What follows belongs to an exercise in optimizing a design on an open flow for small area, a short achievable clock period and few clock cycles per item; a production flow would make more cautious choices. Only simulation tests tie the RTL to the original design; equivalence was not proved.

## alpha
## xts_line_engine
module xts_line_engine (
    input  wire         clk,
    input  wire         rst,
    input  wire         in_valid,
    output wire         in_ready,
    input  wire         in_decrypt,
    input  wire [255:0] in_key1,
    input  wire [255:0] in_key2,
    input  wire [39:0]  in_line,
    input  wire [47:0]  in_gen,
    input  wire [511:0] in_data,
    output wire         out_valid,
    input  wire         out_ready,
    output wire [511:0] out_data
);
    function automatic [127:0] bswap128(input [127:0] x);
        integer b;
        begin
            for (b = 0; b < 16; b = b + 1)
                bswap128[8*b +: 8] = x[8*(15-b) +: 8];
        end
    endfunction
    function automatic [255:0] bswap256(input [255:0] x);
        integer b;
        begin
            for (b = 0; b < 32; b = b + 1)
                bswap256[8*b +: 8] = x[8*(31-b) +: 8];
        end
    endfunction
    function automatic [127:0] mul_a(input [127:0] t);
        mul_a = {t[126:0], 1'b0} ^ {120'h0, (t[127] ? 8'h87 : 8'h00)};
    endfunction
    function automatic [127:0] mul_ainv(input [127:0] u);
        reg [127:0] v;
        begin
            v = u ^ {120'h0, (u[0] ? 8'h87 : 8'h00)};
            mul_ainv = {u[0], v[127:1]};
  ...
clock: 10.0 ns
lec_check: 0
abc_area: 1
cap_margin: 30
core_margin: 2
core_utilization: 45
place_density: 0.6
slew_margin: 30
tns_end_percent: 0
standard.sh (not shown) runs the stock make flow with config.mk's settings and CLKGATE_MAP_FILE= SYNTH_SCRIPT=/design/flow/synth_recipe.tcl, a recipe that flattens the netlist after the stock synthesis.
==> flow/flow/run.sh <==
#!/bin/bash
# Layout flow: the standard flow (standard.sh), with the standard
# synthesis run first and unchanged, then the layout steps with a tighter
# setup-repair target (flow/setup_margin.txt, in ns of slack at the 10 ns
# clock) so repair_timing also works on paths shorter than the clock period.
# Each make run's output goes to its own log file here.
set -euo pipefail
MARGIN=$(cat flow/setup_margin.txt)
bash standard.sh synth > synth.log 2>&1
bash standard.sh SETUP_SLACK_MARGIN=$MARGIN finish > layout.log 2>&1
==> flow/flow/setup_margin.txt <==
6.0
alpha ran to completion and came out clean on the timing, design-rule and antenna checks.
Testbench counts of alpha, summed over its fixed seeds: cycles 7,664, lines 256.
[inputs] beta vs alpha
- ABC_AREA: 1 -> unset
--- outcome ---
- In the flow results for beta and alpha, the post-route cell area is smaller on beta.
- Taking alpha as the reference, in beta clock-pin slew of the registers on the worst-case setup and hold paths stayed essentially flat, ratio of final minimum period to clock period fell 0.31 points, post-placement worst setup slack decreased 0.64 ns.
- In beta, the multi-input combinational area share came out 0.60 points below the value in alpha.
- beta ended with more post-CTS setup buffer count than alpha.
- alpha vs beta, type of the worst setup path: reg2reg vs in2reg
- Clock insertion delay at the later pin of the skew report: beta vs alpha down 0.07 ns
- First-pass GRT wire length, beta vs alpha: down by more than a quarter
- Higher first-pass iteration count of the detailed router goes to alpha over beta.
> inputs changed (beta -> gamma)
==> flow/flow/run.sh <==
#!/bin/bash
# Layout flow: the standard flow (standard.sh), with the standard
# synthesis run first and unchanged, then the layout steps with:
#  - the port buffers (every input and output still gets one) made from
#    sky130_fd_sc_hd__buf_2 instead of the default choice.
# Each make run's output goes to its own log file here.
set -euo pipefail
MARGIN=$(cat flow/setup_margin.txt)
bash standard.sh synth > synth.log 2>&1
bash standard.sh SETUP_SLACK_MARGIN=$MARGIN "BUFFER_PORTS_ARGS=-buffer_cell sky130_fd_sc_hd__buf_2" finish > layout.log 2>&1
[summary]
As far as synthesized-area fraction occupied by and/or/nand/nor cells is concerned, beta and gamma perform about the same. Global-route met1 utilization across gamma and beta: no real change. Of the two values seen for master of the slowest instance on the critical path, sky130_fd_sc_hd__xnor2_1 was produced by gamma and sky130_fd_sc_hd__dlygate4sd2_1 by beta. gamma improves on beta in post-route standard cell area excluding fillers. As far as maximum root-to-sink buffer count goes, beta and gamma are indistinguishable; the numbers are identical. Non-clock buffer count in the final layout in gamma vs beta: down 13%. gamma: slack of the critical path 0.028 ns below beta. On worst-case hold slack, beta tracks gamma almost exactly.
Input-level comparison between delta and gamma:
- removing TNS_END_PERCENT (formerly 0)
==> flow/flow/run.sh <==
#!/bin/bash
# Layout flow: the standard flow (standard.sh), with the standard
# synthesis run first and unchanged, then the layout steps with a tighter
# setup-repair target (flow/setup_margin.txt, in ns of slack at the 10 ns
# clock) so repair_timing also works on paths shorter than the clock period.
# Each make run's output goes to its own log file here.
set -euo pipefail
MARGIN=$(cat flow/setup_margin.txt)
bash standard.sh synth > synth.log 2>&1
bash standard.sh SETUP_SLACK_MARGIN=$MARGIN finish > layout.log 2>&1
==> flow/flow/setup_margin.txt <==
5.0
Notes after the runs:
Status | gamma and delta | clean
Of the two values seen for slowest stage cell on the critical path, sky130_fd_sc_hd__xnor2_1 was produced by gamma and sky130_fd_sc_hd__o21ai_0 by delta.
Looking at gamma and delta, the final routed DRC violation total is a wash.
delta vs. gamma: relative area change from synthesis to final layout decreased 1.6 points, time the final worst path needs with I/O delays and setup grew by 0.47 ns, maximum number of pins on one net before global-route repair shrank by 51, via count shrank by 4117.
Setup slack in delta is smaller than in gamma.


Another version of the RTL of xts_line_engine (not shown whole).
Size in the first run: roughly 25000 cells after synthesis, about 3500 flip-flops, ~1600 I/O pins, ~270000 um^2 of cells after synthesis.
==> flow/config.mk <==
export PLATFORM = sky130hd
export DESIGN_NAME = xts_line_engine
export DESIGN_NICKNAME = xts_line_engine
export VERILOG_FILES = /design/flow/design.v
export SDC_FILE = /design/flow/constraint.sdc
export NUM_CORES = 8
export LEC_CHECK = 0
export CAP_MARGIN = 30
export CORE_MARGIN = 2
export CORE_UTILIZATION = 45
export PLACE_DENSITY = 0.7
export SLEW_MARGIN = 30
export TNS_END_PERCENT = 0
==> flow/constraint.sdc <==
create_clock -name core_clock -period 10.0 [get_ports {clk}]
set_input_delay 2.0000 -clock core_clock [delete_from_list [all_inputs] [get_ports {clk}]]
set_output_delay 2.0000 -clock core_clock [all_outputs]
set_load 0.01 [all_outputs]
==> flow/flow/run.sh <==
#!/bin/bash
# Layout flow: the standard flow (standard.sh), with the standard
# synthesis run first and unchanged, then the layout steps with:
#  - the port buffers (every input and output still gets one) made from
#    sky130_fd_sc_hd__buf_2 instead of the default choice.
# Each make run's output goes to its own log file here.
set -euo pipefail
MARGIN=$(cat flow/setup_margin.txt)
bash standard.sh synth > synth.log 2>&1
bash standard.sh SETUP_SLACK_MARGIN=$MARGIN "BUFFER_PORTS_ARGS=-buffer_cell sky130_fd_sc_hd__buf_2" finish > layout.log 2>&1
==> flow/flow/setup_margin.txt <==
6.0
The starting point completed, yet does not pass: max-capacitance violations, max-slew violations.
Testbench counts at the start, summed over its fixed seeds: cycles 7,664, lines 256.
Then changed:
- CTS_BUF_LIST: not set -> sky130_fd_sc_hd__clkbuf_8 sky130_fd_sc_hd__clkbuf_16
- CTS_CLUSTER_SIZE: not set -> 25
- PLACE_DENSITY: 0.7 -> 0.6
Outcome:
- The new run went through all stages and came out clean
- setup slack degrades by 0.0089 ns
- design area falls by a few percent
- global-route usage fell by 0.47 points
- core utilization fell by 1.5 points


xts_line_engine, a different RTL version from the one above (not shown whole).
Size in the first run: roughly 26000 cells after synthesis, ~3400 flip-flops, ~1600 I/O pins, about 0.26 mm2 of cells after synthesis.
==> flow/config.mk <==
export PLATFORM = sky130hd
export DESIGN_NAME = xts_line_engine
export DESIGN_NICKNAME = xts_line_engine
export VERILOG_FILES = /design/flow/design.v
export SDC_FILE = /design/flow/constraint.sdc
export NUM_CORES = 8
export LEC_CHECK = 0
export CAP_MARGIN = 30
export CORE_MARGIN = 2
export CORE_UTILIZATION = 45
export PLACE_DENSITY = 0.55
export SLEW_MARGIN = 30
export TNS_END_PERCENT = 0
==> flow/constraint.sdc <==
create_clock -name core_clock -period 10.0 [get_ports {clk}]
set_input_delay 2.0000 -clock core_clock [delete_from_list [all_inputs] [get_ports {clk}]]
set_output_delay 2.0000 -clock core_clock [all_outputs]
set_load 0.01 [all_outputs]
==> flow/flow/run.sh <==
#!/bin/bash
# Layout flow: the standard flow (standard.sh), with:
#  - the standard synthesis script, with the 3-input XOR/XNOR cells added to
#    the platform's don't-use list (flow/dont_use.txt holds the platform's
#    list plus those); registers map exactly as in the standard synthesis;
#  - the port buffers (every input and output still gets one) made from
#    sky130_fd_sc_hd__buf_2 instead of the default choice.
# Each make run's output goes to its own log file here.
set -euo pipefail
MARGIN=$(cat flow/setup_margin.txt)
DONT_USE=$(cat flow/dont_use.txt)
bash standard.sh "DONT_USE_CELLS=$DONT_USE" synth > synth.log 2>&1
bash standard.sh "DONT_USE_CELLS=$DONT_USE" SETUP_SLACK_MARGIN=$MARGIN "BUFFER_PORTS_ARGS=-buffer_cell sky130_fd_sc_hd__buf_2" finish > layout.log 2>&1
==> flow/flow/dont_use.txt <==
sky130_fd_sc_hd__probe_p_8 sky130_fd_sc_hd__probec_p_8 sky130_fd_sc_hd__lpflow_bleeder_1 sky130_fd_sc_hd__lpflow_clkbufkapwr_1 sky130_fd_sc_hd__lpflow_clkbufkapwr_16 sky130_fd_sc_hd__lpflow_clkbufkapwr_2 sky130_fd_sc_hd__lpflow_clkbufkapwr_4 sky130_fd_sc_hd__lpflow_clkbufkapwr_8 sky130_fd_sc_hd__lpflow_clkinvkapwr_1 sky130_fd_sc_hd__lpflow_clkinvkapwr_16 sky130_fd_sc_hd__lpflow_clkinvkapwr_2 sky130_fd_sc_hd__lpflow_clkinvkapwr_4 sky130_fd_sc_hd__lpflow_clkinvkapwr_8 sky130_fd_sc_hd__lpflow_decapkapwr_12 sky130_fd_sc_hd__lpflow_decapkapwr_3 sky130_fd_sc_hd__lpflow_decapkapwr_4 sky130_fd_sc_hd__lpflow_decapkapwr_6 sky130_fd_sc_hd__lpflow_decapkapwr_8 sky130_fd_sc_hd__lpflow_inputiso0n_1 sky130_fd_sc_hd__lpflow_inputiso0p_1 sky130_fd_sc_hd__lpflow_inputiso1n_1 sky130_fd_sc_hd__lpflow_inputiso1p_1 sky130_fd_sc_hd__lpflow_inputisolatch_1 sky130_fd_sc_hd__lpflow_isobufsrc_1 sky130_fd_sc_hd__lpflow_isobufsrc_16 sky130_fd_sc_hd__lpflow_isobufsrc_2 sky130_fd_sc_hd__lpflow_isobufsrc_4 sky130_fd_sc_hd__lpflow_isobufsrc_8 sky130_fd_sc_hd__lpflow_isobufsrckapwr_16 sky130_fd_sc_hd__lpflow_lsbuf_lh_hl_isowell_tap_1 sky130_fd_sc_hd__lpflow_lsbuf_lh_hl_isowell_tap_2 sky130_fd_sc_hd__lpflow_lsbuf_lh_hl_isowell_tap_4 sky130_fd_sc_hd__lpflow_lsbuf_lh_isowell_4 sky130_fd_sc_hd__lpflow_lsbuf_lh_isowell_tap_1 sky130_fd_sc_hd__lpflow_lsbuf_lh_isowell_tap_2 sky130_fd_sc_hd__lpflow_lsbuf_lh_isowell_tap_4 sky130_fd_sc_hd__xor3_1 sky130_fd_sc_hd__xor3_2 sky130_fd_sc_hd__xor3_4 sky130_fd_sc_hd__xnor3_1 sky130_fd_sc_hd__xnor3_2 sky130_fd_sc_hd__xnor3_4
Scripts as last shown in full above: flow/flow/setup_margin.txt
The first run finished clean.
Testbench counts at the start, summed over its fixed seeds: cycles 7,416, lines 256.
Rerun with:
==> flow/flow/run.sh (replaced) <==
#!/bin/bash
# Layout flow: the standard flow (standard.sh), with the standard
# synthesis run first and unchanged, then the layout steps with:
#  - the port buffers (every input and output still gets one) made from
#    sky130_fd_sc_hd__buf_2 instead of the default choice.
# Each make run's output goes to its own log file here.
set -euo pipefail
MARGIN=$(cat flow/setup_margin.txt)
bash standard.sh synth > synth.log 2>&1
bash standard.sh SETUP_SLACK_MARGIN=$MARGIN "BUFFER_PORTS_ARGS=-buffer_cell sky130_fd_sc_hd__buf_2" finish > layout.log 2>&1
--- a/flow/config.mk
+++ b/flow/config.mk
@@ -9,4 +9,5 @@
 export CORE_MARGIN = 2
 export CORE_UTILIZATION = 45
+export GPL_ROUTABILITY_DRIVEN = 0
 export PLACE_DENSITY = 0.55
 export SLEW_MARGIN = 30
removed: flow/flow/dont_use.txt
- first-iteration DRC count shrinks by a few percent
- routed wire length went down by a few percent
- count of clock-buffer cells in the layout came out higher by 16

## separate check: timing with driven ports
Ports are ideal in the flow. The routed layouts listed here were re-timed in OpenROAD. Step 1 sets driving cells, clkbuf_16 on the clock port and buf_2 on the other inputs (assumed; they add their load-dependent delay and slew). Step 2 moves the port delays by t, midway between the first and last clock arrival at a register: inputs arrive t later, outputs are due t later. That takes back most of the time a late clock gives input paths. Slacks: no drivers / after step 1 / after step 2; pairs: no drivers / after step 1.
run | t (ns) | setup WS [ns] | slew at the worst register clock pin (ns) | cell pins on the clock port's net
alpha | 1.269 | 5.336 / 5.335 / 4.262 | 0.08 / 0.08 | 1
beta | 1.197 | 5.367 / 5.451 / 4.290 | 0.08 / 0.08 | 1
gamma | 1.200 | 5.339 / 5.339 / 4.384 | 0.08 / 0.08 | 1
delta | 1.179 | 4.865 / 4.865 / 3.872 | 0.07 / 0.07 | 1
the first run of note 2 | 1.222 | 5.274 / 5.246 / 4.313 | 0.07 / 0.07 | 1
the second run of note 2 | 1.204 | 5.265 / 5.147 / 4.179 | 0.08 / 0.08 | 1
the first run of note 3 | 1.198 | 5.215 / 5.215 / 4.227 | 0.08 / 0.08 | 1
the second run of note 3 | 1.221 | 5.518 / 5.496 / 4.274 | 0.07 / 0.07 | 1
For the second run of note 3, which loses most, drivers alone change the setup slack by -0.022 ns; drivers and shift together by -1.244 ns.
